From an optimization exercise on the open Yosys and OpenROAD flow, aimed at small area and a short achievable clock period; shortcuts taken in it are not production practice.
Only simulation tests tie the RTL to the original design; equivalence was not proved.
Power and IR drop assume default switching activity.

## lens_fpu
module lens_fpu (
    input             clk,
    input             rst,
    input             f_mv,
    input      [3:0]  f_port,
    input      [31:0] f_data,
    output reg [31:0] f_out,
    output reg [4:0]  f_fl,
    output reg        f_done
);
clock: 17.0 ns
lec_check: 0
abc_area: 1
cap_margin: 20
core_margin: 2
core_utilization: 65
slew_margin: 20
run.sh (not shown) runs the stock make flow with config.mk's settings and CLKGATE_MAP_FILE= SYNTH_SCRIPT=/design/flow/synth_recipe.tcl, a recipe that flattens the netlist after the stock synthesis.
Then changed:
--- a/flow/config.mk
+++ b/flow/config.mk
@@ -10,3 +10,3 @@
 export CORE_MARGIN = 2
-export CORE_UTILIZATION = 65
+export CORE_UTILIZATION = 40
 export SLEW_MARGIN = 20
After rerunning: The changed run completed with no timing, DRC or antenna violations; synthesized cell count is unchanged; clock-buffer cell count goes up by 1; via count decreases by 4.8%; first-iteration DRC count goes down by 22%; total power came out higher by 1.0%.

---

## job 7176
Another version of the RTL of lens_fpu (not shown whole).
Size: ~5,700 cells after synthesis, roughly 350 flip-flops, about 77 I/O pins, ~0.039 mm^2 of cells after synthesis.
clock: 17.0 ns
lec_check: 0
abc_area: 1
cap_margin: 20
core_margin: 2
core_utilization: 40
slew_margin: 20
standard.sh (not shown) runs the stock make flow with config.mk's settings and CLKGATE_MAP_FILE= SYNTH_SCRIPT=/design/flow/synth_recipe.tcl, a recipe that flattens the netlist after the stock synthesis.
==> flow/flow/run.sh <==
#!/bin/bash
# The standard layout, with two changes: timing repair aims for setup slack
# of at least SETUP_SLACK_MARGIN ns at the design's clock period, so that
# repair_timing sizes and buffers the longest paths; and the port buffers are
# buf_2 cells; repair may also change a cell's footprint. Make's output goes to flow_make.log (each tool's own log is
# under orfs/logs).
set -euo pipefail
bash standard.sh SETUP_SLACK_MARGIN=12.6 MATCH_CELL_FOOTPRINT=0 "BUFFER_PORTS_ARGS=-buffer_cell sky130_fd_sc_hd__buf_2" finish > flow_make.log 2>&1
Job 7176 ended with every stage complete and zero timing, DRC or antenna violations.
Inputs modified between job 7176 and job 7177:
-- flow/flow/run.sh --
<<< job 7176, line 7
set -euo pipefail
bash standard.sh SETUP_SLACK_MARGIN=12.6 MATCH_CELL_FOOTPRINT=0 "BUFFER_PORTS_ARGS=-buffer_cell sky130_fd_sc_hd__buf_2" finish > flow_make.log 2>&1
>>> job 7177, line 7
set -euo pipefail
bash standard.sh SETUP_SLACK_MARGIN=12.52 MATCH_CELL_FOOTPRINT=0 "BUFFER_PORTS_ARGS=-buffer_cell sky130_fd_sc_hd__buf_2" finish > flow_make.log 2>&1
-- flow/config.mk --
<<< job 7176, line 10
export CORE_MARGIN = 2
export CORE_UTILIZATION = 40
export SLEW_MARGIN = 20
>>> job 7177, line 10
export CORE_MARGIN = 2
export CORE_UTILIZATION = 45
export SLEW_MARGIN = 20
## What came out
Cmp job 7177 and job 7176 / minimum clock period after layout / higher: job 7176. Job 7177 vs job 7176 on number of global-route vias before repair: job 7177 is the higher one. Post-cts gate resize count, job 7177 and job 7176: larger value in job 7176. Job 7176 → job 7177: highest fanout seen on the critical path went up by 10; layout overhead on the synthesized area fell 0.29 points; area after detailed placement -0.44%.

---

Another version of the RTL of lens_fpu (not shown whole).
Size in the first run: roughly 400 flip-flops, ~77 I/O pins, ~40,000 µm² of cells after synthesis.
export LEC_CHECK = 0
export ABC_AREA = 1
export CAP_MARGIN = 20
export CORE_MARGIN = 2
export CORE_UTILIZATION = 45
export SLEW_MARGIN = 20
create_clock -name core_clock -period 17.0 [get_ports {clk}]
==> flow/flow/run.sh <==
#!/bin/bash
# The standard layout, with two changes: timing repair aims for setup slack
# of at least SETUP_SLACK_MARGIN ns at the design's clock period, so that
# repair_timing sizes and buffers the longest paths; and the port buffers are
# buf_4 cells; repair may also change a cell's footprint. Make's output goes to flow_make.log (each tool's own log is
# under orfs/logs).
set -euo pipefail
bash standard.sh SETUP_SLACK_MARGIN=12.5 MATCH_CELL_FOOTPRINT=0 "BUFFER_PORTS_ARGS=-buffer_cell sky130_fd_sc_hd__buf_4" finish > flow_make.log 2>&1
The first run finished clean.
Change:
==> flow/flow/run.sh (replaced) <==
#!/bin/bash
# The standard layout, with two changes: timing repair aims for setup slack
# of at least SETUP_SLACK_MARGIN ns at the design's clock period, so that
# repair_timing sizes and buffers the longest paths; and the port buffers are
# buf_2 cells; repair may also change a cell's footprint. Make's output goes to flow_make.log (each tool's own log is
# under orfs/logs).
set -euo pipefail
bash standard.sh SETUP_SLACK_MARGIN=12.6 MATCH_CELL_FOOTPRINT=0 "BUFFER_PORTS_ARGS=-buffer_cell sky130_fd_sc_hd__buf_2" finish > flow_make.log 2>&1
--- a/flow/config.mk
+++ b/flow/config.mk
@@ -9,4 +9,4 @@
 export CAP_MARGIN = 20
 export CORE_MARGIN = 2
-export CORE_UTILIZATION = 45
+export CORE_UTILIZATION = 40
 export SLEW_MARGIN = 20
- The changed run finished with timing, DRC and antenna clean
- routed wire length shrinks by 1.3%
- setup slack gets better by 0.046 ns
- utilization came out lower by 5.6 points
- area after synthesis is unchanged
- final area is higher by 0.33%
- worst hold slack stays flat
- register-to-register slack is better by 0.11 ns
- via count drops by 0.65%
- final cell count grows by 2.0%

---

## v14
lens_fpu, a different RTL version from the one above (not shown whole).
For scale: about 400 flip-flops, about 77 I/O pins, about 40000 µm² of cells after synthesis.
Design lens_fpu, start of the top module:
module lens_fpu (
    input             clk,
    input             rst,
    input             f_mv,
    input      [3:0]  f_port,
    input      [31:0] f_data,
    output reg [31:0] f_out,
    output reg [4:0]  f_fl,
    output reg        f_done
);
clock: 17.0 ns
lec_check: 0
abc_area: 1
cap_margin: 0
core_margin: 2
core_utilization: 40
slew_margin: 0
==> flow/flow/run.sh <==
#!/bin/bash
# The standard layout, with two changes: timing repair aims for setup slack
# of at least SETUP_SLACK_MARGIN ns at the design's clock period, so that
# repair_timing sizes and buffers the longest paths; and the port buffers are
# buf_2 cells; repair may also change a cell's footprint. Make's output goes to flow_make.log (each tool's own log is
# under orfs/logs).
set -euo pipefail
bash standard.sh SETUP_SLACK_MARGIN=12.6 MATCH_CELL_FOOTPRINT=0 "BUFFER_PORTS_ARGS=-buffer_cell sky130_fd_sc_hd__buf_2" finish > flow_make.log 2>&1
v14: no failed stages, no open violations at the end
Input-level comparison between v10 and v14:
# v14
export LEC_CHECK = 0
export ABC_AREA = 1
export CAP_MARGIN = 0
export CORE_MARGIN = 2
export CORE_UTILIZATION = 40
export SLEW_MARGIN = 0
create_clock -name core_clock -period 17.0 [get_ports {clk}]
# v10
export LEC_CHECK = 0
export ABC_AREA = 1
export CAP_MARGIN = 20
export CORE_MARGIN = 2
export CORE_UTILIZATION = 40
export SLEW_MARGIN = 20
create_clock -name core_clock -period 17.0 [get_ports {clk}]
Results
v10 finished every stage and its layout cleared the timing, DRC and antenna checks.
In the metrics for v10 and v14, the one carrying the lower maximum vdd drop is v14.
The sum of routed wire length over all layers of v14 and that of v10 are within noise of each other.
The post-layout worst setup margin of v14 and that of v10 are within noise of each other.
On overall power of the completed layout, v10 and v14 are neck and neck.
v10 and v14 ended up with nearly the same static power due to leakage.

[port drivers added, routing unchanged]
In the flow no input, the clock included, has a driving cell. The finished layouts below were timed again as built, in two steps.
Step 1 assumes that a clkbuf_16 drives the clock port and a buf_2 every other input.
Step 2 also shifts input and output timing later by t, the mid clock arrival at the registers, as if the neighbouring blocks saw the same clock.
a / b / c = no drivers / after step 1 / after step 2; a / b = the first two.
run	t, ns	setup WS [ns]	pins driven straight from the clock port
the first run of note 1	0.631	10.636 / 10.636 / 10.636	1
the second run of note 1	0.669	10.456 / 10.456 / 10.456	1
job 7176	0.690	12.522 / 12.451 / 12.638	1
job 7177	0.676	12.528 / 12.489 / 12.528	1
the first run of note 3	0.712	12.447 / 12.378 / 12.485	1
the second run of note 3	0.720	12.493 / 12.425 / 12.604	1
v14	0.717	12.506 / 12.439 / 12.659	1
v10	0.720	12.504 / 12.437 / 12.658	1
After both steps every run listed still meets setup and hold.
